From an optimization exercise on the open Yosys and OpenROAD flow, aimed at small area, a short achievable clock period and few clock cycles per item; shortcuts taken in it are not production practice.
The RTL was checked by simulation tests, not by an equivalence proof against the original design.

File: flow/run.sh
#!/bin/bash
# The standard layout (standard.sh), with one change: the port buffers that
# global placement adds are sky130_fd_sc_hd__buf_1 instead of the delay buffer
# buffer_ports picks by itself.  The whole output goes to standard.log here.
set -euo pipefail
export BUFFER_PORTS_ARGS="-buffer_cell sky130_fd_sc_hd__buf_1"
bash standard.sh > standard.log 2>&1
File: standard.sh
#!/bin/bash
# synth_recipe.tcl (not shown) runs the flow's synth.tcl, then flattens the netlist and writes it again
# the make line also repeats each setting of config.mk as NAME=value (left out here)
make -C /OpenROAD-flow-scripts/flow DESIGN_CONFIG=/design/flow/config.mk WORK_HOME=/design/flow/orfs CLKGATE_MAP_FILE= SYNTH_SCRIPT=/design/flow/synth_recipe.tcl "${@:-finish}"
File: config.mk
export PLATFORM = sky130hd
export DESIGN_NAME = sx_tag_engine
export DESIGN_NICKNAME = sx_tag_engine
export VERILOG_FILES = /design/flow/design.v
export SDC_FILE = /design/flow/constraint.sdc
export NUM_CORES = 8
export LEC_CHECK = 0
export CAP_MARGIN = 20
export CELL_PAD_IN_SITES_DETAIL_PLACEMENT = 1
export CORE_MARGIN = 2
export CORE_UTILIZATION = 30
export CTS_CLUSTER_SIZE = 18
export PLACE_DENSITY = 0.5
export SETUP_SLACK_MARGIN = 2.5
export SLEW_MARGIN = 20
export SYNTH_HIERARCHICAL = 1
export SYNTH_MINIMUM_KEEP_SIZE = 0
File: constraint.sdc
create_clock -name core_clock -period 8.0 [get_ports {clk}]
set_input_delay 1.6000 -clock core_clock [delete_from_list [all_inputs] [get_ports {clk}]]
set_output_delay 1.6000 -clock core_clock [all_outputs]
set_load 0.01 [all_outputs]
File: design.v
module sb_xor  (input wire a, input wire b, output wire y); assign y = a ^ b;    endmodule
module sb_xnor (input wire a, input wire b, output wire y); assign y = ~(a ^ b); endmodule
module sb_nand (input wire a, input wire b, output wire y); assign y = ~(a & b); endmodule
module sb_nandb (input wire a, input wire b_n, output wire y); assign y = ~(a & ~b_n); endmodule
module sb_mux  (input wire s, input wire a0, input wire a1, output wire y); assign y = s ? a1 : a0; endmodule
module sb_f00001011 (input wire a, input wire b, input wire c, output wire y);
  wire [7:0] t = 8'b11010000;   
  assign y = t[{a, b, c}];
endmodule
module sb_f00010100 (input wire a, input wire b, input wire c, output wire y);
  wire [7:0] t = 8'b00101000;   
  assign y = t[{a, b, c}];
endmodule
module sb_f00110101 (input wire a, input wire b, input wire c, output wire y);
  wire [7:0] t = 8'b10101100;   
  assign y = t[{a, b, c}];
endmodule
module sb_f00110111 (input wire a, input wire b, input wire c, output wire y);
  wire [7:0] t = 8'b11101100;   
  assign y = t[{a, b, c}];
endmodule
module sb_f00111001 (input wire a, input wire b, input wire c, output wire y);
  wire [7:0] t = 8'b10011100;   
  assign y = t[{a, b, c}];
endmodule
module sb_f01000001 (input wire a, input wire b, input wire c, output wire y);
  wire [7:0] t = 8'b10000010;   
  assign y = t[{a, b, c}];
endmodule
module sb_f10101111 (input wire a, input wire b, input wire c, output wire y);
  wire [7:0] t = 8'b11110101;   
  assign y = t[{a, b, c}];
endmodule
module sb_f11011101 (input wire a, input wire b, input wire c, output wire y);
  wire [7:0] t = 8'b10111011;   
  assign y = t[{a, b, c}];
endmodule
module aes_sbox (
  input  wire [7:0] a,
  output wire [7:0] y
);
  wire U0 = a[7], U1 = a[6], U2 = a[5], U3 = a[4];
  wire U4 = a[3], U5 = a[2], U6 = a[1], U7 = a[0];
  wire T1, T2, T3, T4, T5, T6, T7, T8, T9, T10, T11, T12;
  wire T13, T14, T15, T16, T17, T18, T19, T20, T21, T22, T23, T24;
  wire T25, T26, T27, n_M1, n_M2, n_M4, n_M6, n_M7, n_M9, n_M11, n_M12, n_M14;
  wire M13, Q0, Q1, M20, Q2, Q3, Q8, M21, Q4, Q5, M22, Q6;
  wire Q7, Q9, M23, M37p, M37r, M37, M38p, M38r, M38, M39p, M39r, M39;
  wire M40p, M40r, M40, A0, A1, A2, A3, A4, A5, A6, A7, A8;
  wire A9, A10, A11, A12, A13, A14, A15, A16, A17, A18, A19, A20;
  wire A21, A22, A23, A24, A25, A26, A27, A28, A29, n_P0_37, n_P0_38, n_P0_39;
  wire n_P0_40, n_P1_37, n_P1_38, n_P1_39, n_P1_40, n_P2_37, n_P2_38, n_P2_39, n_P2_40, n_P3_37, n_P3_38, n_P3_39;
  wire n_P3_40, n_P4_37, n_P4_38, n_P4_39, n_P4_40, n_P5_37, n_P5_38, n_P5_39, n_P5_40, n_P6_37, n_P6_38, n_P6_39;
  wire n_P6_40, n_P7_37, n_P7_38, n_P7_39, n_P7_40, Z0, W0, Z1, W1, Z2, W2, Z3;
  wire W3, Z4, W4, Z5, W5, Z6, W6, Z7, W7;
  wire Y0, Y1, Y2, Y3, Y4, Y5, Y6, Y7;
  sb_xor g0 (.a(U0), .b(U3), .y(T1));
  sb_xor g1 (.a(U0), .b(U5), .y(T2));
  sb_xor g2 (.a(U0), .b(U6), .y(T3));
  sb_xor g3 (.a(U3), .b(U5), .y(T4));
  sb_xor g4 (.a(U4), .b(U6), .y(T5));
  sb_xor g5 (.a(T1), .b(T5), .y(T6));
  sb_xor g6 (.a(U1), .b(U2), .y(T7));
  sb_xor g7 (.a(U7), .b(T6), .y(T8));
  sb_xor g8 (.a(U7), .b(T7), .y(T9));
  sb_xor g9 (.a(T6), .b(T7), .y(T10));
  sb_xor g10 (.a(U1), .b(U5), .y(T11));
  sb_xor g11 (.a(U2), .b(U5), .y(T12));
  sb_xor g12 (.a(T3), .b(T4), .y(T13));
  sb_xor g13 (.a(T6), .b(T11), .y(T14));
  sb_xor g14 (.a(T5), .b(T11), .y(T15));
  sb_xor g15 (.a(T5), .b(T12), .y(T16));
  sb_xor g16 (.a(T9), .b(T16), .y(T17));
  sb_xor g17 (.a(U3), .b(U7), .y(T18));
  sb_xor g18 (.a(T7), .b(T18), .y(T19));
  sb_xor g19 (.a(T1), .b(T19), .y(T20));
  sb_xor g20 (.a(U6), .b(U7), .y(T21));
  sb_xor g21 (.a(T7), .b(T21), .y(T22));
  sb_xor g22 (.a(T2), .b(T22), .y(T23));
  sb_xor g23 (.a(T2), .b(T10), .y(T24));
  sb_xor g24 (.a(T20), .b(T17), .y(T25));
  sb_xor g25 (.a(T3), .b(T16), .y(T26));
  sb_xor g26 (.a(T1), .b(T12), .y(T27));
  sb_nand g27 (.a(T13), .b(T6), .y(n_M1));
  sb_nand g28 (.a(T23), .b(T8), .y(n_M2));
  sb_nand g29 (.a(T19), .b(U7), .y(n_M4));
  sb_nand g30 (.a(T3), .b(T16), .y(n_M6));
  sb_nand g31 (.a(T22), .b(T9), .y(n_M7));
  sb_nand g32 (.a(T20), .b(T17), .y(n_M9));
  sb_nand g33 (.a(T1), .b(T15), .y(n_M11));
  sb_nand g34 (.a(T4), .b(T27), .y(n_M12));
  sb_nand g35 (.a(T2), .b(T10), .y(n_M14));
  sb_xor g36 (.a(n_M12), .b(n_M11), .y(M13));
  sb_xnor g37 (.a(T14), .b(n_M1), .y(Q0));
  sb_xnor g38 (.a(n_M2), .b(M13), .y(Q1));
  sb_xor g39 (.a(Q0), .b(Q1), .y(M20));
  sb_xor g40 (.a(n_M4), .b(n_M1), .y(Q2));
  sb_xnor g41 (.a(Q2), .b(n_M14), .y(Q3));
  sb_xnor g42 (.a(n_M11), .b(T24), .y(Q8));
  sb_xor g43 (.a(Q3), .b(Q8), .y(M21));
  sb_xnor g44 (.a(T26), .b(n_M6), .y(Q4));
  sb_xnor g45 (.a(n_M7), .b(M13), .y(Q5));
  sb_xor g46 (.a(Q4), .b(Q5), .y(M22));
  sb_xor g47 (.a(n_M6), .b(n_M11), .y(Q6));
  sb_xor g48 (.a(Q6), .b(T25), .y(Q7));
  sb_xor g49 (.a(n_M9), .b(n_M14), .y(Q9));
  sb_xor g50 (.a(Q7), .b(Q9), .y(M23));
  sb_f00110111 g51 (.a(M20), .b(M21), .c(M22), .y(M37p));
  sb_f00001011 g52 (.a(M20), .b(M21), .c(M22), .y(M37r));
  sb_mux g53 (.s(M23), .a0(M37p), .a1(M37r), .y(M37));
  sb_f00111001 g54 (.a(M20), .b(M21), .c(M22), .y(M38p));
  sb_f00110101 g55 (.a(M20), .b(M21), .c(M22), .y(M38r));
  sb_mux g56 (.s(M23), .a0(M38p), .a1(M38r), .y(M38));
  sb_f00010100 g57 (.a(M20), .b(M21), .c(M22), .y(M39p));
  sb_f11011101 g58 (.a(M20), .b(M21), .c(M22), .y(M39r));
  sb_mux g59 (.s(M23), .a0(M39p), .a1(M39r), .y(M39));
  sb_f01000001 g60 (.a(M20), .b(M21), .c(M22), .y(M40p));
  sb_f10101111 g61 (.a(M20), .b(M21), .c(M22), .y(M40r));
  sb_mux g62 (.s(M23), .a0(M40p), .a1(M40r), .y(M40));
  sb_xor g63 (.a(T4), .b(T11), .y(A0));
  sb_xor g64 (.a(T14), .b(T24), .y(A1));
  sb_xor g65 (.a(T25), .b(A0), .y(A2));
  sb_xor g66 (.a(T8), .b(A0), .y(A3));
  sb_xor g67 (.a(U1), .b(T8), .y(A4));
  sb_xor g68 (.a(T26), .b(A3), .y(A5));
  sb_xor g69 (.a(T14), .b(T22), .y(A6));
  sb_xor g70 (.a(U4), .b(T23), .y(A7));
  sb_xor g71 (.a(T25), .b(A6), .y(A8));
  sb_xor g72 (.a(T9), .b(A3), .y(A9));
  sb_xor g73 (.a(A7), .b(A8), .y(A10));
  sb_xor g74 (.a(T19), .b(T21), .y(A11));
  sb_xor g75 (.a(T27), .b(A7), .y(A12));
  sb_xor g76 (.a(T21), .b(A5), .y(A13));
  sb_xor g77 (.a(T5), .b(A4), .y(A14));
  sb_xor g78 (.a(A5), .b(A6), .y(A15));
  sb_xor g79 (.a(T26), .b(A14), .y(A16));
  sb_xor g80 (.a(U1), .b(A5), .y(A17));
  sb_xor g81 (.a(T10), .b(A11), .y(A18));
  sb_xor g82 (.a(A7), .b(A9), .y(A19));
  sb_xor g83 (.a(T17), .b(A0), .y(A20));
  sb_xor g84 (.a(T4), .b(T9), .y(A21));
  sb_xor g85 (.a(A18), .b(A20), .y(A22));
  sb_xor g86 (.a(T13), .b(A11), .y(A23));
  sb_xor g87 (.a(A18), .b(A21), .y(A24));
  sb_xor g88 (.a(T15), .b(T24), .y(A25));
  sb_xor g89 (.a(T12), .b(A9), .y(A26));
  sb_xor g90 (.a(T23), .b(A6), .y(A27));
  sb_xor g91 (.a(U0), .b(A0), .y(A28));
  sb_xor g92 (.a(T11), .b(T26), .y(A29));
  sb_nand g93 (.a(M37), .b(A0), .y(n_P0_37));
  sb_nand g94 (.a(M38), .b(A7), .y(n_P0_38));
  sb_nand g95 (.a(M39), .b(A29), .y(n_P0_39));
  sb_nand g96 (.a(M40), .b(A14), .y(n_P0_40));
  sb_nand g97 (.a(M37), .b(T24), .y(n_P1_37));
  sb_nand g98 (.a(M38), .b(A1), .y(n_P1_38));
  sb_nand g99 (.a(M39), .b(A11), .y(n_P1_39));
  sb_nand g100 (.a(M40), .b(A28), .y(n_P1_40));
  sb_nand g101 (.a(M37), .b(A6), .y(n_P2_37));
  sb_nand g102 (.a(M38), .b(A10), .y(n_P2_38));
  sb_nand g103 (.a(M39), .b(A19), .y(n_P2_39));
  sb_nand g104 (.a(M40), .b(A23), .y(n_P2_40));
  sb_nand g105 (.a(M37), .b(A9), .y(n_P3_37));
  sb_nand g106 (.a(M38), .b(A12), .y(n_P3_38));
  sb_nand g107 (.a(M39), .b(A18), .y(n_P3_39));
  sb_nand g108 (.a(M40), .b(A13), .y(n_P3_40));
  sb_nand g109 (.a(M37), .b(A3), .y(n_P4_37));
  sb_nand g110 (.a(M38), .b(A21), .y(n_P4_38));
  sb_nand g111 (.a(M39), .b(A8), .y(n_P4_39));
  sb_nand g112 (.a(M40), .b(A2), .y(n_P4_40));
  sb_nand g113 (.a(M37), .b(A16), .y(n_P5_37));
  sb_nand g114 (.a(M38), .b(A22), .y(n_P5_38));
  sb_nand g115 (.a(M39), .b(A15), .y(n_P5_39));
  sb_nand g116 (.a(M40), .b(A17), .y(n_P5_40));
  sb_nand g117 (.a(M37), .b(A24), .y(n_P6_37));
  sb_nand g118 (.a(M38), .b(A15), .y(n_P6_38));
  sb_nand g119 (.a(M39), .b(A25), .y(n_P6_39));
  sb_nand g120 (.a(M40), .b(A27), .y(n_P6_40));
  sb_nand g121 (.a(M37), .b(A5), .y(n_P7_37));
  sb_nand g122 (.a(M38), .b(A4), .y(n_P7_38));
  sb_nand g123 (.a(M39), .b(A20), .y(n_P7_39));
  sb_nand g124 (.a(M40), .b(A26), .y(n_P7_40));
  sb_xor g125 (.a(n_P0_37), .b(n_P0_38), .y(Z0));
  sb_xor g126 (.a(n_P0_39), .b(n_P0_40), .y(W0));
  sb_xor g127 (.a(Z0), .b(W0), .y(Y0));
  sb_xor g128 (.a(n_P1_37), .b(n_P1_38), .y(Z1));
  sb_xor g129 (.a(n_P1_39), .b(n_P1_40), .y(W1));
  sb_xnor g130 (.a(Z1), .b(W1), .y(Y1));
  sb_xor g131 (.a(n_P2_37), .b(n_P2_38), .y(Z2));
  sb_xor g132 (.a(n_P2_39), .b(n_P2_40), .y(W2));
  sb_xnor g133 (.a(Z2), .b(W2), .y(Y2));
  sb_xor g134 (.a(n_P3_37), .b(n_P3_38), .y(Z3));
  sb_xor g135 (.a(n_P3_39), .b(n_P3_40), .y(W3));
  sb_xor g136 (.a(Z3), .b(W3), .y(Y3));
  sb_xor g137 (.a(n_P4_37), .b(n_P4_38), .y(Z4));
  sb_xor g138 (.a(n_P4_39), .b(n_P4_40), .y(W4));
  sb_xor g139 (.a(Z4), .b(W4), .y(Y4));
  sb_xor g140 (.a(n_P5_37), .b(n_P5_38), .y(Z5));
  sb_xor g141 (.a(n_P5_39), .b(n_P5_40), .y(W5));
  sb_xor g142 (.a(Z5), .b(W5), .y(Y5));
  sb_xor g143 (.a(n_P6_37), .b(n_P6_38), .y(Z6));
  sb_xor g144 (.a(n_P6_39), .b(n_P6_40), .y(W6));
  sb_xnor g145 (.a(Z6), .b(W6), .y(Y6));
  sb_xor g146 (.a(n_P7_37), .b(n_P7_38), .y(Z7));
  sb_xor g147 (.a(n_P7_39), .b(n_P7_40), .y(W7));
  sb_xnor g148 (.a(Z7), .b(W7), .y(Y7));
  assign y = {Y0, Y1, Y2, Y3, Y4, Y5, Y6, Y7};
endmodule
module aes_sbox_d (
  input  wire [7:0] a,
  output wire [7:0] y,
  output wire [7:0] y2
);
  wire U0 = a[7], U1 = a[6], U2 = a[5], U3 = a[4];
  wire U4 = a[3], U5 = a[2], U6 = a[1], U7 = a[0];
  wire T1, T2, T3, T4, T5, T6, T7, T8, T9, T10, T11, T12;
  wire T13, T14, T15, T16, T17, T18, T19, T20, T21, T22, T23, T24;
  wire T25, T26, T27, n_M1, n_M2, n_M4, n_M6, n_M7, n_M9, n_M11, n_M12, n_M14;
  wire M13, Q0, Q1, M20, Q2, Q3, Q8, M21, Q4, Q5, M22, Q6;
  wire Q7, Q9, M23, M37p, M37r, M37, M38p, M38r, M38, M39p, M39r, M39;
  wire M40p, M40r, M40, A0, A1, A2, A3, A4, A5, A6, A7, A8;
  wire A9, A10, A11, A12, A13, A14, A15, A16, A17, A18, A19, A20;
  wire A21, A22, A23, A24, A25, A26, A27, A28, A29, n_P0_37, n_P0_38, n_P0_39;
  wire n_P0_40, n_P1_37, n_P1_38, n_P1_39, n_P1_40, n_P2_37, n_P2_38, n_P2_39, n_P2_40, n_P3_37, n_P3_38, n_P3_39;
  wire n_P3_40, n_P4_37, n_P4_38, n_P4_39, n_P4_40, n_P5_37, n_P5_38, n_P5_39, n_P5_40, n_P6_37, n_P6_38, n_P6_39;
  wire n_P6_40, n_P7_37, n_P7_38, n_P7_39, n_P7_40, Z0, W0, Z1, W1, Z2, W2, Z3;
  wire W3, Z4, W4, Z5, W5, Z6, W6, Z7, W7;
  wire Y0, Y1, Y2, Y3, Y4, Y5, Y6, Y7;
  sb_xor g0 (.a(U0), .b(U3), .y(T1));
  sb_xor g1 (.a(U0), .b(U5), .y(T2));
  sb_xor g2 (.a(U0), .b(U6), .y(T3));
  sb_xor g3 (.a(U3), .b(U5), .y(T4));
  sb_xor g4 (.a(U4), .b(U6), .y(T5));
  sb_xor g5 (.a(T1), .b(T5), .y(T6));
  sb_xor g6 (.a(U1), .b(U2), .y(T7));
  sb_xor g7 (.a(U7), .b(T6), .y(T8));
  sb_xor g8 (.a(U7), .b(T7), .y(T9));
  sb_xor g9 (.a(T6), .b(T7), .y(T10));
  sb_xor g10 (.a(U1), .b(U5), .y(T11));
  sb_xor g11 (.a(U2), .b(U5), .y(T12));
  sb_xor g12 (.a(T3), .b(T4), .y(T13));
  sb_xor g13 (.a(T6), .b(T11), .y(T14));
  sb_xor g14 (.a(T5), .b(T11), .y(T15));
  sb_xor g15 (.a(T5), .b(T12), .y(T16));
  sb_xor g16 (.a(T9), .b(T16), .y(T17));
  sb_xor g17 (.a(U3), .b(U7), .y(T18));
  sb_xor g18 (.a(T7), .b(T18), .y(T19));
  sb_xor g19 (.a(T1), .b(T19), .y(T20));
  sb_xor g20 (.a(U6), .b(U7), .y(T21));
  sb_xor g21 (.a(T7), .b(T21), .y(T22));
  sb_xor g22 (.a(T2), .b(T22), .y(T23));
  sb_xor g23 (.a(T2), .b(T10), .y(T24));
  sb_xor g24 (.a(T20), .b(T17), .y(T25));
  sb_xor g25 (.a(T3), .b(T16), .y(T26));
  sb_xor g26 (.a(T1), .b(T12), .y(T27));
  sb_nand g27 (.a(T13), .b(T6), .y(n_M1));
  sb_nand g28 (.a(T23), .b(T8), .y(n_M2));
  sb_nand g29 (.a(T19), .b(U7), .y(n_M4));
  sb_nand g30 (.a(T3), .b(T16), .y(n_M6));
  sb_nand g31 (.a(T22), .b(T9), .y(n_M7));
  sb_nand g32 (.a(T20), .b(T17), .y(n_M9));
  sb_nand g33 (.a(T1), .b(T15), .y(n_M11));
  sb_nand g34 (.a(T4), .b(T27), .y(n_M12));
  sb_nand g35 (.a(T2), .b(T10), .y(n_M14));
  sb_xor g36 (.a(n_M12), .b(n_M11), .y(M13));
  sb_xnor g37 (.a(T14), .b(n_M1), .y(Q0));
  sb_xnor g38 (.a(n_M2), .b(M13), .y(Q1));
  sb_xor g39 (.a(Q0), .b(Q1), .y(M20));
  sb_xor g40 (.a(n_M4), .b(n_M1), .y(Q2));
  sb_xnor g41 (.a(Q2), .b(n_M14), .y(Q3));
  sb_xnor g42 (.a(n_M11), .b(T24), .y(Q8));
  sb_xor g43 (.a(Q3), .b(Q8), .y(M21));
  sb_xnor g44 (.a(T26), .b(n_M6), .y(Q4));
  sb_xnor g45 (.a(n_M7), .b(M13), .y(Q5));
  sb_xor g46 (.a(Q4), .b(Q5), .y(M22));
  sb_xor g47 (.a(n_M6), .b(n_M11), .y(Q6));
  sb_xor g48 (.a(Q6), .b(T25), .y(Q7));
  sb_xor g49 (.a(n_M9), .b(n_M14), .y(Q9));
  sb_xor g50 (.a(Q7), .b(Q9), .y(M23));
  sb_f00110111 g51 (.a(M20), .b(M21), .c(M22), .y(M37p));
  sb_f00001011 g52 (.a(M20), .b(M21), .c(M22), .y(M37r));
  sb_mux g53 (.s(M23), .a0(M37p), .a1(M37r), .y(M37));
  sb_f00111001 g54 (.a(M20), .b(M21), .c(M22), .y(M38p));
  sb_f00110101 g55 (.a(M20), .b(M21), .c(M22), .y(M38r));
  sb_mux g56 (.s(M23), .a0(M38p), .a1(M38r), .y(M38));
  sb_f00010100 g57 (.a(M20), .b(M21), .c(M22), .y(M39p));
  sb_f11011101 g58 (.a(M20), .b(M21), .c(M22), .y(M39r));
  sb_mux g59 (.s(M23), .a0(M39p), .a1(M39r), .y(M39));
  sb_f01000001 g60 (.a(M20), .b(M21), .c(M22), .y(M40p));
  sb_f10101111 g61 (.a(M20), .b(M21), .c(M22), .y(M40r));
  sb_mux g62 (.s(M23), .a0(M40p), .a1(M40r), .y(M40));
  sb_xor g63 (.a(T4), .b(T11), .y(A0));
  sb_xor g64 (.a(T14), .b(T24), .y(A1));
  sb_xor g65 (.a(T25), .b(A0), .y(A2));
  sb_xor g66 (.a(T8), .b(A0), .y(A3));
  sb_xor g67 (.a(U1), .b(T8), .y(A4));
  sb_xor g68 (.a(T26), .b(A3), .y(A5));
  sb_xor g69 (.a(T14), .b(T22), .y(A6));
  sb_xor g70 (.a(U4), .b(T23), .y(A7));
  sb_xor g71 (.a(T25), .b(A6), .y(A8));
  sb_xor g72 (.a(T9), .b(A3), .y(A9));
  sb_xor g73 (.a(A7), .b(A8), .y(A10));
  sb_xor g74 (.a(T19), .b(T21), .y(A11));
  sb_xor g75 (.a(T27), .b(A7), .y(A12));
  sb_xor g76 (.a(T21), .b(A5), .y(A13));
  sb_xor g77 (.a(T5), .b(A4), .y(A14));
  sb_xor g78 (.a(A5), .b(A6), .y(A15));
  sb_xor g79 (.a(T26), .b(A14), .y(A16));
  sb_xor g80 (.a(U1), .b(A5), .y(A17));
  sb_xor g81 (.a(T10), .b(A11), .y(A18));
  sb_xor g82 (.a(A7), .b(A9), .y(A19));
  sb_xor g83 (.a(T17), .b(A0), .y(A20));
  sb_xor g84 (.a(T4), .b(T9), .y(A21));
  sb_xor g85 (.a(A18), .b(A20), .y(A22));
  sb_xor g86 (.a(T13), .b(A11), .y(A23));
  sb_xor g87 (.a(A18), .b(A21), .y(A24));
  sb_xor g88 (.a(T15), .b(T24), .y(A25));
  sb_xor g89 (.a(T12), .b(A9), .y(A26));
  sb_xor g90 (.a(T23), .b(A6), .y(A27));
  sb_xor g91 (.a(U0), .b(A0), .y(A28));
  sb_xor g92 (.a(T11), .b(T26), .y(A29));
  sb_nand g93 (.a(M37), .b(A0), .y(n_P0_37));
  sb_nand g94 (.a(M38), .b(A7), .y(n_P0_38));
  sb_nand g95 (.a(M39), .b(A29), .y(n_P0_39));
  sb_nand g96 (.a(M40), .b(A14), .y(n_P0_40));
  sb_nand g97 (.a(M37), .b(T24), .y(n_P1_37));
  sb_nand g98 (.a(M38), .b(A1), .y(n_P1_38));
  sb_nand g99 (.a(M39), .b(A11), .y(n_P1_39));
  sb_nand g100 (.a(M40), .b(A28), .y(n_P1_40));
  sb_nand g101 (.a(M37), .b(A6), .y(n_P2_37));
  sb_nand g102 (.a(M38), .b(A10), .y(n_P2_38));
  sb_nand g103 (.a(M39), .b(A19), .y(n_P2_39));
  sb_nand g104 (.a(M40), .b(A23), .y(n_P2_40));
  sb_nand g105 (.a(M37), .b(A9), .y(n_P3_37));
  sb_nand g106 (.a(M38), .b(A12), .y(n_P3_38));
  sb_nand g107 (.a(M39), .b(A18), .y(n_P3_39));
  sb_nand g108 (.a(M40), .b(A13), .y(n_P3_40));
  sb_nand g109 (.a(M37), .b(A3), .y(n_P4_37));
  sb_nand g110 (.a(M38), .b(A21), .y(n_P4_38));
  sb_nand g111 (.a(M39), .b(A8), .y(n_P4_39));
  sb_nand g112 (.a(M40), .b(A2), .y(n_P4_40));
  sb_nand g113 (.a(M37), .b(A16), .y(n_P5_37));
  sb_nand g114 (.a(M38), .b(A22), .y(n_P5_38));
  sb_nand g115 (.a(M39), .b(A15), .y(n_P5_39));
  sb_nand g116 (.a(M40), .b(A17), .y(n_P5_40));
  sb_nand g117 (.a(M37), .b(A24), .y(n_P6_37));
  sb_nand g118 (.a(M38), .b(A15), .y(n_P6_38));
  sb_nand g119 (.a(M39), .b(A25), .y(n_P6_39));
  sb_nand g120 (.a(M40), .b(A27), .y(n_P6_40));
  sb_nand g121 (.a(M37), .b(A5), .y(n_P7_37));
  sb_nand g122 (.a(M38), .b(A4), .y(n_P7_38));
  sb_nand g123 (.a(M39), .b(A20), .y(n_P7_39));
  sb_nand g124 (.a(M40), .b(A26), .y(n_P7_40));
  sb_xor g125 (.a(n_P0_37), .b(n_P0_38), .y(Z0));
  sb_xor g126 (.a(n_P0_39), .b(n_P0_40), .y(W0));
  sb_xor g127 (.a(Z0), .b(W0), .y(Y0));
  sb_xor g128 (.a(n_P1_37), .b(n_P1_38), .y(Z1));
  sb_xor g129 (.a(n_P1_39), .b(n_P1_40), .y(W1));
  sb_xnor g130 (.a(Z1), .b(W1), .y(Y1));
  sb_xor g131 (.a(n_P2_37), .b(n_P2_38), .y(Z2));
  sb_xor g132 (.a(n_P2_39), .b(n_P2_40), .y(W2));
  sb_xnor g133 (.a(Z2), .b(W2), .y(Y2));
  sb_xor g134 (.a(n_P3_37), .b(n_P3_38), .y(Z3));
  sb_xor g135 (.a(n_P3_39), .b(n_P3_40), .y(W3));
  sb_xor g136 (.a(Z3), .b(W3), .y(Y3));
  sb_xor g137 (.a(n_P4_37), .b(n_P4_38), .y(Z4));
  sb_xor g138 (.a(n_P4_39), .b(n_P4_40), .y(W4));
  sb_xor g139 (.a(Z4), .b(W4), .y(Y4));
  sb_xor g140 (.a(n_P5_37), .b(n_P5_38), .y(Z5));
  sb_xor g141 (.a(n_P5_39), .b(n_P5_40), .y(W5));
  sb_xor g142 (.a(Z5), .b(W5), .y(Y5));
  sb_xor g143 (.a(n_P6_37), .b(n_P6_38), .y(Z6));
  sb_xor g144 (.a(n_P6_39), .b(n_P6_40), .y(W6));
  sb_xnor g145 (.a(Z6), .b(W6), .y(Y6));
  sb_xor g146 (.a(n_P7_37), .b(n_P7_38), .y(Z7));
  sb_xor g147 (.a(n_P7_39), .b(n_P7_40), .y(W7));
  sb_xnor g148 (.a(Z7), .b(W7), .y(Y7));
  assign y = {Y0, Y1, Y2, Y3, Y4, Y5, Y6, Y7};
  wire R0, R1, R2, R3, R4, R5, R6, R7;
  sb_xor d127 (.a(Z0), .b(W0), .y(R0));
  sb_xnor d130 (.a(Z1), .b(W1), .y(R1));
  sb_xnor d133 (.a(Z2), .b(W2), .y(R2));
  sb_xor d136 (.a(Z3), .b(W3), .y(R3));
  sb_xor d139 (.a(Z4), .b(W4), .y(R4));
  sb_xor d142 (.a(Z5), .b(W5), .y(R5));
  sb_xnor d145 (.a(Z6), .b(W6), .y(R6));
  sb_xnor d148 (.a(Z7), .b(W7), .y(R7));
  assign y2 = {R0, R1, R2, R3, R4, R5, R6, R7};
endmodule
module aes_round (
  input  wire [127:0] st,
  input  wire [127:0] rk,
  input  wire [7:0]   rcon,
  output wire [127:0] sr,
  output wire [127:0] mc,
  output wire [127:0] next_rk,
  output wire [127:0] kp,        
  output wire [31:0]  ksw        
);
  genvar i, j;
  wire [31:0] w0 = rk[127:96];
  wire [31:0] w1 = rk[95:64];
  wire [31:0] w2 = rk[63:32];
  wire [31:0] w3 = rk[31:0];
  wire [31:0] sw;                        
  aes_sbox ks0 (.a(w3[23:16]), .y(sw[31:24]));
  aes_sbox ks1 (.a(w3[15:8]),  .y(sw[23:16]));
  aes_sbox ks2 (.a(w3[7:0]),   .y(sw[15:8]));
  aes_sbox ks3 (.a(w3[31:24]), .y(sw[7:0]));
  wire [31:0] p0  = w0 ^ {rcon, 24'h0};
  wire [31:0] p1  = p0 ^ w1;
  wire [31:0] p2  = p0 ^ (w1 ^ w2);
  wire [31:0] p3  = (p0 ^ w1) ^ (w2 ^ w3);
  assign kp = {p0, p1, p2, p3};
  assign ksw = sw;
  generate
    for (i = 0; i < 128; i = i + 1) begin : g_ks
      sb_xor xk (.a(kp[i]), .b(sw[i % 32]), .y(next_rk[i]));
    end
  endgenerate
  wire [7:0]   sb [0:15];
  wire [7:0]   sb2 [0:15];
  wire [127:0] srm;
  generate
    for (i = 0; i < 16; i = i + 1) begin : g_sub
      aes_sbox_d sbx (.a(st[127 - 8*i -: 8]), .y(sb[i]), .y2(sb2[i]));
      assign srm[127 - 8*i -: 8] = sb[(i % 4) + 4 * (((i / 4) + (i % 4)) % 4)];
      assign sr[127 - 8*i -: 8]  = sb2[(i % 4) + 4 * (((i / 4) + (i % 4)) % 4)];
    end
  endgenerate
  genvar k, b;
  generate
    for (i = 0; i < 4; i = i + 1) begin : g_mix
      wire [31:0] a = srm[127 - 32*i -: 32];
      wire [31:0] d;                           
      wire [31:0] t;                           
      wire [31:0] x;                           
      wire [31:0] o;                           
      for (k = 0; k < 4; k = k + 1) begin : g_byte
        for (b = 0; b < 8; b = b + 1) begin : g_bit
          sb_xor xd (.a(a[8*(3-k) + b]), .b(a[8*(3-(k+1)%4) + b]), .y(d[8*(3-k) + b]));
          sb_xor xt (.a(a[8*(3-(k+1)%4) + b]), .b(d[8*(3-(k+2)%4) + b]), .y(t[8*(3-k) + b]));
          if (b == 0) begin : g_x0
            assign x[8*(3-k)] = d[8*(3-k) + 7];
          end else if (b == 1 || b == 3 || b == 4) begin : g_xr
            sb_xor xr (.a(d[8*(3-k) + b - 1]), .b(d[8*(3-k) + 7]), .y(x[8*(3-k) + b]));
          end else begin : g_xs
            assign x[8*(3-k) + b] = d[8*(3-k) + b - 1];
          end
          sb_xor xo (.a(x[8*(3-k) + b]), .b(t[8*(3-k) + b]), .y(o[8*(3-k) + b]));
        end
      end
      assign mc[127 - 32*i -: 32] = o;
    end
  endgenerate
endmodule
module kx_sel (
  input  wire [127:0] k,
  input  wire [127:0] v,
  input  wire         s0,      
  input  wire         s1,      
  input  wire         s2,      
  output wire [127:0] y_n
);
  wire [127:0] d1 = {v[126:0], 1'b0} ^ (v[127] ? 128'h87 : 128'h0);
  wire [127:0] d2 = {d1[126:0], 1'b0} ^ (d1[127] ? 128'h87 : 128'h0);
  assign y_n = ~(({128{s0}} & k) | ({128{s1}} & d1) | ({128{s2}} & d2));
endmodule
module st_next (
  input  wire         g,
  input  wire [127:0] m,
  input  wire [127:0] b_n,
  input  wire         r,
  input  wire [127:0] s,
  input  wire [127:0] e,
  output wire [127:0] y
);
  wire [127:0] a, j, h, nm;
  genvar i;
  generate
    for (i = 0; i < 128; i = i + 1) begin : g_bit
      sb_nand ga (.a(r), .b(s[i]), .y(a[i]));           
      sb_xnor xj (.a(a[i]), .b(e[i]), .y(j[i]));        
      sb_xnor xh (.a(b_n[i]), .b(j[i]), .y(h[i]));      
      sb_nand gm (.a(g), .b(m[i]), .y(nm[i]));          
      sb_xnor xy (.a(nm[i]), .b(h[i]), .y(y[i]));       
    end
  endgenerate
endmodule
module is_zero16 (
  input  wire [15:0] a,
  output wire        z
);
  assign z = ~|a;
endmodule
module sx_tag_engine (
  input  wire         clk,
  input  wire         rst,         
  input  wire         start,
  output wire         ready,
  input  wire [127:0] key,
  input  wire [63:0]  uid,
  input  wire [15:0]  acmd,
  input  wire [31:0]  acnt,
  input  wire [15:0]  alen,
  input  wire [63:0]  atag,
  input  wire         in_valid,
  output wire         in_ready,
  input  wire [15:0]  in_data,
  output reg          done,
  output wire [63:0]  tag,
  output wire         match
);
  localparam [1:0] P_IDLE = 2'd0,    
                   P_MSG  = 2'd1,    
                   P_L    = 2'd2,    
                   P_FIN  = 2'd3;    
  reg  [1:0]   ph;
  reg  [127:0] st;         
  reg  [127:0] rk;         
  reg  [127:0] blk;        
  reg  [3:0]   rnd;        
  reg          last;       
  reg  [14:0]  wrem;       
  reg          wodd;       
  reg          wz;         
  reg  [2:0]   wpos;       
  reg          bfull;      
  reg  [7:0] rcon;
  always @(*) begin
    case (rnd)
      4'd1:    rcon = 8'h01;
      4'd2:    rcon = 8'h02;
      4'd3:    rcon = 8'h04;
      4'd4:    rcon = 8'h08;
      4'd5:    rcon = 8'h10;
      4'd6:    rcon = 8'h20;
      4'd7:    rcon = 8'h40;
      4'd8:    rcon = 8'h80;
      4'd9:    rcon = 8'h1b;
      default: rcon = 8'h36;
    endcase
  end
  wire [127:0] sr, mc, nrk, kp;
  wire [31:0]  ksw;
  aes_round u_round (.st(st), .rk(rk), .rcon(rcon), .sr(sr), .mc(mc), .next_rk(nrk),
                     .kp(kp), .ksw(ksw));
  wire [127:0] hdr  = {uid, acmd, acnt, alen};
  wire         full = (alen[3:0] == 4'd0);   
  wire [127:0] mask = full ? {128{1'b1}} : ~({128{1'b1}} >> (8 * alen[3:0]));
  wire [127:0] pad  = full ? 128'd0 : ({8'h80, 120'd0} >> (8 * alen[3:0]));
  wire   idle     = (ph == P_IDLE);
  wire   go       = idle && start;
  wire   alen0;
  is_zero16 u_alen0 (.a(alen), .z(alen0));
  assign ready    = idle;
  assign in_ready = !idle && !wz && !bfull;
  wire   take     = in_valid && in_ready;
  wire   adv      = !idle && (!last || ph != P_MSG || bfull);
  wire   lastmsg  = last && ph == P_MSG;
  wire   wone     = (wrem == 15'd1 && !wodd) || (wrem == 15'd0 && wodd);
  reg  [1:0]  ph_n;
  reg  [3:0]  rnd_n;
  reg         last_n, bfull_n, wz_n, done_n, wodd_n;
  reg  [2:0]  wpos_n;
  reg  [14:0] wrem_n;
  always @(*) begin
    ph_n = ph; rnd_n = rnd; last_n = last; bfull_n = bfull; wz_n = wz;
    wpos_n = wpos; wrem_n = wrem; wodd_n = wodd; done_n = 1'b0;
    if (go) begin
      rnd_n   = 4'd1;
      last_n  = 1'b0;
      wrem_n  = alen[15:1];
      wodd_n  = alen[0];
      wz_n    = alen0;
      wpos_n  = 3'd0;
      bfull_n = 1'b0;
      ph_n    = alen0 ? P_L : P_MSG;
    end else if (adv) begin
      rnd_n  = last ? 4'd1 : rnd + 4'd1;
      last_n = (rnd == 4'd9);
      if (last) begin
        case (ph)
          P_MSG: begin
            bfull_n = 1'b0;
            if (wz) ph_n = P_L;
          end
          P_L:   ph_n = P_FIN;
          default: begin              
            done_n = 1'b1;
            ph_n   = P_IDLE;
          end
        endcase
      end
    end
    if (take) begin
      wpos_n = wpos + 3'd1;
      if (wrem != 15'd0) wrem_n = wrem - 15'd1;
      else               wodd_n = 1'b0;
      wz_n   = wone;
      if (wpos == 3'd7 || wone) bfull_n = 1'b1;
    end
    if (rst) begin
      ph_n   = P_IDLE;
      done_n = 1'b0;
    end
  end
  wire   idle_n   = (ph_n == P_IDLE);
  wire   adv_n    = !idle_n && (!last_n || ph_n != P_MSG || bfull_n);
  wire   lmsg_n   = adv_n && last_n && ph_n == P_MSG;
  wire   ll_n     = adv_n && last_n && ph_n == P_L;
  reg    use_mc, use_rn, use_s0, use_k1, use_k2, use_kr, use_b, use_hr, hold,
         ld_key, to_l;
  always @(posedge clk) begin
    use_mc <= adv_n && !last_n;
    use_rn <= adv_n && last_n && (ph_n == P_FIN || (ph_n == P_MSG && !wz_n));
    use_s0 <= adv_n && (!last_n || ph_n == P_FIN || (ph_n == P_MSG && !wz_n));
    use_k1 <= ll_n && full;
    use_k2 <= ll_n && !full;
    use_kr <= lmsg_n || ll_n;
    use_b  <= (lmsg_n && !wz_n) || (ll_n && !alen0);
    use_hr <= ll_n && alen0;
    hold   <= !idle_n && !adv_n;
    ld_key <= adv_n && last_n;
    to_l   <= lmsg_n && wz_n;
  end
  wire   use_k    = go || use_kr;
  wire   use_h    = (go && !alen0) || use_hr;
  wire [127:0] kx_n, st_d;
  wire [127:0] blk_x;
  kx_sel u_kx (.k(nrk), .v(blk_x), .s0(use_s0), .s1(use_k1), .s2(use_k2), .y_n(kx_n));
  wire [127:0] early = ({128{use_k}} & key)
                     ^ (({128{use_b}} & blk) | ({128{use_h}} & hdr) | ({128{hold}} & st));
  st_next u_next (.g(use_mc), .m(mc), .b_n(kx_n), .r(use_rn), .s(sr), .e(early), .y(st_d));
  assign tag = st[127:64];
  reg  [7:0] mpart;
  assign match = &mpart;
  wire [127:0] blk_e = ph[1] ? 128'd0 : ((blk & mask) ^ pad);
  wire [127:0] bx1;
  genvar i;
  generate
    for (i = 0; i < 128; i = i + 1) begin : g_bx
      sb_xor xb1 (.a(sr[i]), .b(blk_e[i]), .y(bx1[i]));
      sb_xor xb2 (.a(bx1[i]), .b(nrk[i]), .y(blk_x[i]));
    end
  endgenerate
  always @(posedge clk) begin
    ph    <= ph_n;
    done  <= done_n;
    rnd   <= rnd_n;
    last  <= last_n;
    bfull <= bfull_n;
    wz    <= wz_n;
    wpos  <= wpos_n;
    wrem  <= wrem_n;
    wodd  <= wodd_n;
  end
  integer n;
  always @(posedge clk) begin
    st <= st_d;
    rk <= ({128{go || ld_key}} & key) | ({128{use_mc}} & nrk) | ({128{hold}} & rk);
    if (take)
      blk[127 - 16*wpos -: 16] <= {in_data[7:0], in_data[15:8]};
    else if (to_l)
      blk <= blk_x;
    for (n = 0; n < 8; n = n + 1)
      mpart[n] <= (blk_x[64 + 8*n +: 8] == atag[8*n +: 8]);
  end
endmodule
==> impl_metrics.ini, run 1 <==
[die]
core_mm2 = 0.2089
die_width_um = 461.7
start_util_pct = 30.08
fp-row-count = 168
die_h_um = 461.7
die_area_mm2 = 0.2132
ios = 408

[cells_and_area]
drive_gt1_share_pct = 15.40
layoutNonFillerInstCount = 10520
area_growth_pct = 17.14
finalInstanceArea_mm2 = 0.07362
num-nets-final = 7998

[hold_path]
hold_path_class = reg2reg
min_from = rk[78]

[routing]
drtIter0Drc = 7430
wl_met1_um = 125700
first_pass_iters = 14
drc = 0
wirelength_um = 323400
viasPerCell = 5.414
met3_length_um = 27140
via_count = 56960
wire_per_inst_um = 30.74
ant_nets = 0
wl_met2_um = 140000
top_layer_used = met5

[global_route]
antenna_found_initial = 27
grt_overflow = 0
grt_usage_pct = 29.09
grt_pass1_wl_um = 444000
grt_max_degree = 131
grt_pass1_vias = 57390

[sta]
setup_violations = 0
fmax_ghz = 0.1834
slew_headroom_pct = 14.76
setup-tns-final_ns = 0
skew_ns = 0.03505
final-hold-violation-count = 0
period_minus_slack_ns = 5.452
rsz0062_at_grt = yes
tightest_slew_ns = 1.278
final_max_slew_viol_count = 0
fin_crit_sh_pct = 68.15

[setup_path]
path_cells = xor2_2 > xor2_2 > xor2_2 > nand2_1 > xnor2_1 > xor2_2 > buf_4 > inv_1 > a21boi_1 > mux2_4 > nand2_1 > xor2_1 > xnor2_4 > xor2_4 > xor2_1 > a222oi_1 > xnor2_1 > xnor2_1
startpoint_type = flip-flop
r2r-start = rk[15]
crit_top_cell = xor2_2
cp_slowest_cell = dfxtp_1
cp-end-kind = flip-flop
critPathLaunch = rk[15]
critical_path.max_fanout = 8
worstPathRequired_ns = 8.58
cpPeakStageDelay_ns = 0.54
arrival_ns = 6.03
path_class = reg2reg

[synthesis]
synthesis.area_mm2 = 0.06285
netlist_instances = 7520
synth_area_per_cell_um2 = 8.358
syn_nets = 7875
yosys_warnings = 8

[clock_tree]
numClockSinks = 440
htreeDepth = 2
cts_root_buffer = clkbuf_16
cts_buffer_depth = 3
path_clk_slew_ns = 0.06
tritoncts = done
cts_buffers = 59
clk_latency_ns = 0.73

[run_status]
status = no timing/DRC/antenna violations

[place]
postPlaceCellArea_mm2 = 0.06544
dpl.hpwl_um = 249900
io_buffers = 407
gp_congestion = 1.010
placed_cells = 10270

[run]
maxCapViolCount = 0
## state kept, by name (all words and copies together) (netlist names), 2 cells and up
| register | flops |
|---|---|
| mpart | 8 |
| wpos | 3 |
| rnd | 4 |
| st | 128 |
| ph | 2 |
| wrem | 15 |
| blk | 128 |
| rcon | 8 |
| rk | 128 |
## per-layer routing
metal  GRT usage [%]  vias to the layer above
met5               0                        -
met1           35.92                    28980
li1                -                    24290
met3           5.900                      735
met4           23.66                       16
met2           43.74                     2936
## worst paths after layout
| path | to | slack (ns) | cells past startpoint |
|---|---|---|---|
| setup reg to reg | st[81] | 2.55 | 18 |
| hold reg to reg | rk[78] | 0.51 | 2 |
| setup / recovery | st[81] | 2.55 | 18 |
| hold / removal | rk[78] | 0.51 | 2 |
## critical path, delay by kind of cell (launching register included)
family,cells,cell delay (ns)
buffers and inverters,2,0.22
xor gates and xnor gates,11,3.68
muxes,1,0.26
AOI/OAI and AO/OA,2,0.35
DFF,1,0.54
and+or+nand+nor,2,0.24
## cells in the final DEF, fill, tap and decap left out, drive strengths merged, types with 3 or more instances in the layout
| cell | n |
|---|---|
| inv | 194 |
| a31oi | 8 |
| a21oi | 47 |
| a222oi | 384 |
| dfxtp | 309 |
| clkbuf | 83 |
| mux2 | 101 |
| or2 | 5 |
| a22oi | 3 |
| a221oi | 128 |
| o221a | 5 |
| a21boi | 21 |
| ha | 15 |
| clkinvlp | 5 |
| xnor3 | 32 |
| nand4 | 21 |
| and3 | 18 |
| nor2b | 30 |
| clkinv | 19 |
| o21ai | 16 |
| o21a | 6 |
| a21o | 21 |
| nand3b | 5 |
| nor2 | 311 |
| buf | 641 |
| bufinv | 3 |
| nand2b | 68 |
| diode | 21 |
| nor4 | 12 |
| nor3 | 17 |
| and2 | 138 |
| xnor2 | 819 |
| edfxtp | 131 |
| nand3 | 15 |
| nand2 | 1252 |
| xor2 | 2772 |
| o21ba | 4 |
## what timing repair did
item / CTS / global route
hold buffers: 0 / 0
pin swaps: 38 / 42
endpoints found under the hold margin: 0 / 0
setup buffers: 33 / 82
endpoints found under the setup margin: 290 / 170
resized for setup: 399 / 309
gates cloned: 0 / 0
## area by class of cell
class                      count  area (um2)
timing repair buffer         642        3541
inverter                     191       716.9
fill                       24530      135300
antenna                       21       52.55
sequential                   440       10250
tap                         2805        3510
multi-input combinational   6309       53550
clock inverter                30       286.5
clock buffer                  82        1718
## through the flow
step	utilization, %	hold WS, ns	setup slack, ns
CTS	33.85	0.5070	2.485
global route	35.23	0.5427	2.426
finish	35.24	0.5107	2.548
detailed placement	31.32	0.4928	1.237
global placement	31.30	0.4711	1.298
floorplan	-	0.4434	2.738
Testbench counts, summed over its fixed seeds: cycles 13,264, items 256.
==> inputs of run 2 (changes only) <==
--- a/config.mk
+++ b/config.mk
@@ -9,7 +9,7 @@
 export CELL_PAD_IN_SITES_DETAIL_PLACEMENT = 1
 export CORE_MARGIN = 2
 export CORE_UTILIZATION = 30
-export CTS_CLUSTER_SIZE = 18
+export GPL_ROUTABILITY_DRIVEN = 0
 export PLACE_DENSITY = 0.5
 export SETUP_SLACK_MARGIN = 2.5
 export SLEW_MARGIN = 20
==> impl_metrics.ini, run 2 <==
[clock_tree]
cts_root_buffer = clkbuf_16
cts_hold_buf = 0
clk_latency_ns = 0.74
tritoncts = done
htreeDepth = 2
path_clk_slew_ns = 0.07
cts_buffers = 57
numClockSinks = 440
cts_buffer_depth = 3

[place]
placed_cells = 10240
dpl.hpwl_um = 242700
io_buffers = 407
pre_cts_slack_ns = 1.363

[run_status]
status = no timing/DRC/antenna violations

[global_route]
grt_max_degree = 164
grt_usage_pct = 28.44
grt_overflow = 0
grt_pass1_wl_um = 437300
grt_pass1_vias = 57320
antenna_found_initial = 29

[sta]
setup_violations = 0
rsz0062_at_grt = yes
tightest_slew_ns = 1.303
fmax_ghz = 0.1794
period_minus_slack_ns = 5.575
fin_crit_sh_pct = 69.69
worst_slack_ns = 2.425
skew_ns = 0.03877
slew_headroom_pct = 12.82
final_max_slew_viol_count = 0
final-hold-violation-count = 0
setup-tns-final_ns = 0

[die]
ios = 408
core_mm2 = 0.2089
die_width_um = 461.7
die_area_mm2 = 0.2132
die_h_um = 461.7
start_util_pct = 30.08
fp-row-count = 168

[cells_and_area]
drive_gt1_share_pct = 14.61
largest_registers = blk: 128 flops, rk: 128 flops, st: 128 flops
layoutNonFillerInstCount = 10480
post-route-util_pct = 34.97
area_growth_pct = 16.26
num-nets-final = 7966
layout_commonest_cell = xor2_1
layout_common_cells = xor2_1 (2259), nand2_1 (1250), xnor2_1 (765), xor2_2 (460), buf_1 (406)

[routing]
ant_nets = 0
wirelength_um = 319900
drc = 0
via_count = 57650
wire_per_inst_um = 30.51
first_pass_iters = 13
viasPerCell = 5.500
drtIter0Drc = 7537

[synthesis]
netlist_instances = 7520
synthesis.area_mm2 = 0.06285
synth_area_per_cell_um2 = 8.358
yosys_warnings = 8
syn_nets = 7875

[setup_path]
arrival_ns = 6.17
worstPathRequired_ns = 8.60
cp-end-kind = flip-flop
critPathLaunch = st[40]
r2r-start = st[40]
critical_path.max_fanout = 8
path_class = reg2reg
startpoint_type = flip-flop

[run]
maxCapViolCount = 0

[hold_path]
min_from = wrem[14]
hold_path_class = reg2reg
[run 2: changes by cell type in the layout (fill, tap and decap cells not counted), sizes merged]
cell	delta
buf	-30
bufinv	+2
clkbuf	-7
clkinv	+3
clkinvlp	-3
diode	-2
[run 2: cell type report]
cell class                 instances  area, um2
antenna                           19      47.55
clock buffer                      75       1625
clock inverter                    32      351.6
fill                           24540     135900
inverter                         191      716.9
multi-input combinational       6309      53290
sequential                       440      10230
tap                             2805       3510
timing repair buffer             612       3297
[run 2: critical path: stages (launching register included)]
cell,delay [ns]
dfxtp_1,0.66
xor2_2,0.36
xor2_1,0.43
xor2_1,0.41
nand2_1,0.13
xnor2_1,0.29
xor2_2,0.17
buf_4,0.19
mux2_4,0.31
mux2_4,0.32
nand2_1,0.10
xor2_1,0.30
xor2_1,0.41
xor2_1,0.39
xor2_4,0.32
a222oi_1,0.16
xnor2_1,0.36
xnor2_1,0.12
[run 2: path summary, 6_finish.rpt]
kind | endpoint | slack, ns | depth (start not counted)
min | wrem[14] | 0.51 | 1
max | st[108] | 2.42 | 17
max reg2reg | st[108] | 2.42 | 17
min reg2reg | wrem[14] | 0.51 | 1
[run 2: timing repair]
action / in CTS / in global routing
setup endpoints to repair: 285 / 163
endpoints found under the hold margin: 0 / 0
buffers inserted: 33 / 81
gates resized for setup: 353 / 305
pin swaps: 42 / 46
[run 2: through the flow]
step / instance area [um2] / hold slack, ns
2_1_floorplan: 62850 / 0.4434
3_3_place_gp: 65240 / 0.4668
3_5_place_dp: 65280 / 0.4781
4_1_cts: 70180 / 0.4949
5_1_grt: 73040 / 0.5283
6_report: 73070 / 0.5081
[run 2: routing by layer]
layer / part of all wire (%) / global-route usage [%] / wire, um / vias to the layer above
met2: 43 / 42.26 / 136000 / 3332
met3: 9.5 / 6.212 / 30540 / 916
met4: 10 / 24.11 / 32450 / 18
met1: 38 / 34.89 / 120700 / 29170
li1: - / - / - / 24220
met5: 0.038 / 0 / 123 / -
==> inputs of run 3 (changes only) <==
==> config.mk (replaced) <==
export PLATFORM = sky130hd
export DESIGN_NAME = sx_tag_engine
export DESIGN_NICKNAME = sx_tag_engine
export VERILOG_FILES = /design/flow/design.v
export SDC_FILE = /design/flow/constraint.sdc
export NUM_CORES = 8
export LEC_CHECK = 0
export CAP_MARGIN = 10
export CELL_PAD_IN_SITES_DETAIL_PLACEMENT = 1
export CORE_MARGIN = 2
export CORE_UTILIZATION = 30
export PLACE_DENSITY = 0.5
export SETUP_SLACK_MARGIN = 2.5
export SLEW_MARGIN = 10
export SYNTH_HIERARCHICAL = 1
export SYNTH_MINIMUM_KEEP_SIZE = 0
==> impl_metrics.ini, run 3 <==
[cells_and_area]
layout_common_cells = xor2_1 (2234), nand2_1 (1250), xnor2_1 (767), xor2_2 (481), buf_1 (406)
drive_gt1_share_pct = 15.23
num-nets-final = 7998
layout_commonest_cell = xor2_1
largest_registers = blk: 128 flops, rk: 128 flops, st: 128 flops
area_growth_pct = 16.90
post-route-util_pct = 35.16

[setup_path]
arrival_ns = 6.00
startpoint_type = flip-flop
path_delay_family = XOR/XNOR gates
worstPathRequired_ns = 8.58
critPathLaunch = st[42]
path_class = reg2reg
cpPeakStageDelay_ns = 0.53
r2r-start = st[42]
cp_slowest_cell = dfxtp_1
path_cells = xor2_1 > xor2_2 > xor2_2 > xnor2_1 > xor2_1 > nand2b_4 > xnor2_2 > mux2_4 > nand2_1 > xor2_1 > xor2_1 > xor2_1 > xor2_2 > a222oi_1 > xnor2_2 > xnor2_1
crit_top_cell = xor2_1
path_buf_inv = 0
critical_path.max_fanout = 8
cp-end-kind = flip-flop

[sta]
setup_violations = 0
setup-tns-final_ns = 0
slew_headroom_pct = 10.35
final_max_slew_viol_count = 0
skew_ns = 0.02900
rsz0062_at_grt = yes
period_minus_slack_ns = 5.424
final-hold-violation-count = 0
fin_crit_sh_pct = 67.80
fmax_ghz = 0.1844
tightest_slew_ns = 1.344

[clock_tree]
path_clk_slew_ns = 0.06
tritoncts = done
cts_root_buffer = clkbuf_16
cts_hold_buf = 0
clk_latency_ns = 0.71
cts_buffers = 58
cts_buffer_depth = 3
numClockSinks = 440
htreeDepth = 2

[global_route]
grt_pass1_vias = 57450
grt_pass1_wl_um = 443300
grt_max_degree = 131
grt_usage_pct = 29.01
antenna_found_initial = 29
grt_overflow = 0

[place]
dpl.hpwl_um = 249900
gp_congestion = 1.010
io_buffers = 407

[synthesis]
syn_nets = 7875
synthesis.area_mm2 = 0.06285
yosys_warnings = 8
synth_area_per_cell_um2 = 8.358
netlist_instances = 7520

[die]
die_h_um = 461.7
fp-row-count = 168
die_width_um = 461.7
ios = 408
core_mm2 = 0.2089
start_util_pct = 30.08
die_area_mm2 = 0.2132

[routing]
drtIter0Drc = 7383
ant_nets = 0
wirelength_um = 322900
wire_per_inst_um = 30.68
drc = 0
viasPerCell = 5.434
via_count = 57190
first_pass_iters = 14

[run_status]
status = no timing/DRC/antenna violations

[hold_path]
hold_path_class = reg2reg
min_from = rk[78]

[run]
maxCapViolCount = 0
[run 3: cell count changes in the layout (fill, tap and decap cells not counted), moves of 4 or more]
cell	before	now
clkbuf_1	6	13
dfxtp_2	68	72
buf_4	186	221
diode_2	19	25
dfxtp_1	234	227
xor2_4	53	57
xor2_1	2259	2234
xor2_2	460	481
buf_12	18	14
[run 3: repair_timing]
action / 4_1_cts / 5_1_grt
resized for setup: 402 / 294
setup buffers: 41 / 77
setup endpoints to repair: 279 / 152
pin swaps: 35 / 45
[run 3: stage by stage]
stage | hold WS, ns | setup slack (ns) | cell area (um2) | instances
after global routing | 0.5416 | 2.385 | 73440 | 10510
after global placement | 0.4711 | 1.298 | 65390 | 10270
after floorplan | 0.4434 | 2.738 | 62850 | 7520
after CTS | 0.5070 | 2.500 | 70730 | 10420
after detailed placement | 0.4928 | 1.259 | 65420 | 10270
final | 0.5125 | 2.576 | 73470 | 10520
[run 3: layer usage]
| metal | vias up | track usage (%) | wire, um |
|---|---|---|---|
| li1 | 24280 | - | - |
| met1 | 29120 | 36.10 | 125300 |
| met2 | 3017 | 43.97 | 140200 |
| met3 | 764 | 5.145 | 26910 |
| met4 | 14 | 23.29 | 30390 |
| met5 | - | 0 | 95 |
[run 3: final cells by class]
class                           instances  area (um2)
Timing Repair Buffer                  643        3483
Clock buffer                           83        1699
Inverter                              191       716.9
Fill cell                           24540      135500
Tap cell                             2805        3510
Multi-Input combinational cell       6309       53470
Sequential cell                       440       10250
Clock inverter                         27       284.0
Antenna cell                           25       62.56
[run 3: worst min-delay path: cells and delay by family, from the launching register on]
| kind | cells | cell delay, ns |
|---|---|---|
| DFF | 1 | 0.34 |
| buffers and inverters | 1 | 0.05 |
| AOI/OAI and AO/OA | 1 | 0.09 |
[run 3: worst paths after layout]
kind	endpoint	slack, ns	cells past startpoint
setup / recovery	st[108]	2.58	16
hold / removal	rk[78]	0.51	2
setup reg to reg	st[108]	2.58	16
hold reg to reg	rk[78]	0.51	2
==> inputs of run 4 (changes only) <==
--- a/config.mk
+++ b/config.mk
@@ -5,12 +5,12 @@
 export SDC_FILE = /design/flow/constraint.sdc
 export NUM_CORES = 8
 export LEC_CHECK = 0
-export CAP_MARGIN = 10
+export CAP_MARGIN = 20
 export CELL_PAD_IN_SITES_DETAIL_PLACEMENT = 1
 export CORE_MARGIN = 2
 export CORE_UTILIZATION = 30
 export PLACE_DENSITY = 0.5
-export SETUP_SLACK_MARGIN = 2.5
-export SLEW_MARGIN = 10
+export SETUP_SLACK_MARGIN = 2.25
+export SLEW_MARGIN = 20
 export SYNTH_HIERARCHICAL = 1
 export SYNTH_MINIMUM_KEEP_SIZE = 0
==> impl_metrics.ini, run 4 <==
[die]
core_mm2 = 0.2089
start_util_pct = 30.08
die_h_um = 461.7
fp-row-count = 168
die_area_mm2 = 0.2132
ios = 408
die_width_um = 461.7

[sta]
setup-tns-final_ns = 0
period_minus_slack_ns = 5.720
final_max_slew_viol_count = 0
tightest_slew_ns = 1.299
slew_headroom_pct = 12.78
skew_ns = 0.02946
final-hold-violation-count = 0
holdWs_ns = 0.5134
setup_violations = 0
worst_slack_ns = 2.280
rsz0062_at_grt = yes
fmax_ghz = 0.1748
fin_crit_sh_pct = 71.51

[cells_and_area]
layout_common_cells = xor2_1 (2390), nand2_1 (1250), xnor2_1 (774), buf_1 (406), a222oi_1 (384)
drive_gt1_share_pct = 11.70
layout_commonest_cell = xor2_1
area_growth_pct = 13.40
largest_registers = blk: 128 flops, rk: 128 flops, st: 128 flops
num-nets-final = 7920
fillCellCount = 24700
layoutNonFillerInstCount = 10440

[routing]
ant_nets = 0
wire_per_inst_um = 30.72
wirelength_um = 320700
viasPerCell = 5.409
drtIter0Drc = 7503
via_count = 56480
first_pass_iters = 12
drc = 0

[global_route]
grtUsageMet2_pct = 43.51
busiest_layer = met2
grt_overflow = 0
grt_pass1_wl_um = 440200
met3_usage_pct = 5.436
grt_usage_pct = 28.83
grt_pass1_vias = 56940
grt_max_degree = 131
grt_use_met1_pct = 35.81
antenna_found_initial = 22

[clock_tree]
clk_latency_ns = 0.72
numClockSinks = 440
cts_buffer_depth = 3
path_clk_slew_ns = 0.07
cts_root_buffer = clkbuf_16
cts_hold_buf = 0
tritoncts = done
htreeDepth = 2
cts_buffers = 59

[setup_path]
path_cells = xor2_2 > xor2_1 > xor2_1 > nand2_1 > xnor2_1 > xor2_2 > xor2_1 > and2_1 > mux2_4 > nand2_1 > xor2_1 > xor2_2 > xor2_1 > xor2_1 > xor2_1 > nand2_1 > xnor2_1
crit_top_cell = xor2_1
arrival_ns = 6.28
critical_path.max_fanout = 8
cp_slowest_cell = dfxtp_1
worstPathRequired_ns = 8.56
path_buf_inv = 0
cpPeakStageDelay_ns = 0.64
cp-end-kind = flip-flop
startpoint_type = flip-flop
path_delay_family = XOR/XNOR gates
path_class = reg2reg

[synthesis]
netlist_instances = 7520
yosys_warnings = 8
syn_nets = 7875
synthesis.area_mm2 = 0.06285
synth_area_per_cell_um2 = 8.358

[place]
placed_cells = 10270
pre_cts_slack_ns = 1.237
io_buffers = 407
gp_congestion = 1.010
dpl.hpwl_um = 249900

[run_status]
status = no timing/DRC/antenna violations

[hold_path]
hold_path_class = reg2reg

[run]
maxCapViolCount = 0
## run 4: cell types whose count changed in the layout (fill, tap and decap cells not counted), sizes merged
cell,delta
clkbuf,-1
diode,-4
clkinvlp,+3
inv,+2
buf,-79
bufinv,-2
## run 4: worst register-to-register path: stages, from the launching register on
cell     delay [ns]
dfxtp_1        0.64
xor2_2         0.40
xor2_1         0.44
xor2_1         0.39
nand2_1        0.13
xnor2_1        0.28
xor2_2         0.42
xor2_1         0.12
and2_1         0.18
mux2_4         0.33
nand2_1        0.11
xor2_1         0.41
xor2_2         0.37
xor2_1         0.29
xor2_1         0.26
xor2_1         0.19
nand2_1        0.14
xnor2_1        0.47
## run 4: metrics by stage
stage / util, % / instance area, um2
6_report: 34.11 / 71270
3_5_place_dp: 31.32 / 65440
5_1_grt: 34.10 / 71250
4_1_cts: 33.03 / 69020
3_3_place_gp: 31.30 / 65390
2_1_floorplan: - / 62850
## run 4: worst paths after layout
path / to / depth (start not counted) / slack (ns) / startpoint
min reg2reg: rk[85] / 2 / 0.51 / rk[85]
max: st[11] / 17 / 2.28 / st[117]
min: rk[85] / 2 / 0.51 / rk[85]
max reg2reg: st[11] / 17 / 2.28 / st[117]
## run 4: layout make-up
class                      count  area, um2  share of cell area [%]
clock inverter                30      286.5                  0.4020
tap                         2805       3510                   4.924
inverter                     191      716.9                   1.006
multi-input combinational   6309      51950                   72.89
antenna                       21      52.55                 0.07373
clock buffer                  82       1718                   2.410
timing repair buffer         564       2855                   4.006
sequential                   440      10180                   14.29
## run 4: timing repair
| item | in CTS | in global routing |
|---|---|---|
| setup endpoints to repair | 191 | 163 |
| resized for setup | 214 | 243 |
| pin swaps | 11 | 41 |
| buffers inserted | 2 | 35 |
## run 4: metal layers
metal / share of wire, % / wire, um
met1: 39 / 125300
met2: 43 / 139200
met3: 8.5 / 27340
met4: 9.0 / 28840
met5: 0.013 / 41

static timing again, ports no longer ideal:
The flow's constraints put no driver on any port. The routed layouts listed below were extracted and timed again, unchanged, in two steps.
Step 1 (the two cells are an assumption about what drives the block):
set clk [get_ports {clk}]
set_driving_cell -lib_cell sky130_fd_sc_hd__clkbuf_16 $clk
set_driving_cell -lib_cell sky130_fd_sc_hd__buf_2 [delete_from_list [all_inputs] $clk]
Step 2, shift: input delay + t, output delay - t, t = (earliest + latest rising clock arrival at the registers) / 2. This alone moves slack from input paths to output paths.
Three values: ideal ports, drivers, drivers and shift; two values: the first two.
run	t (ns)	slack for setup (ns)	hold slack, ns	worst slew at a driven data input, ns
run 1	0.796	2.548 / 2.548 / 2.179	0.511 / 0.511 / 0.511	0.26
run 2	0.791	2.425 / 2.425 / 1.924	0.508 / 0.508 / 0.508	0.31
run 3	0.776	2.576 / 2.576 / 2.147	0.513 / 0.513 / 0.513	0.26
run 4	0.791	2.280 / 2.280 / 2.194	0.513 / 0.513 / 0.513	0.27
After both steps every run listed still meets setup and hold. The setup slack of run 2, which loses most, moves by 0.000 ns with the drivers and by -0.501 ns with both steps.
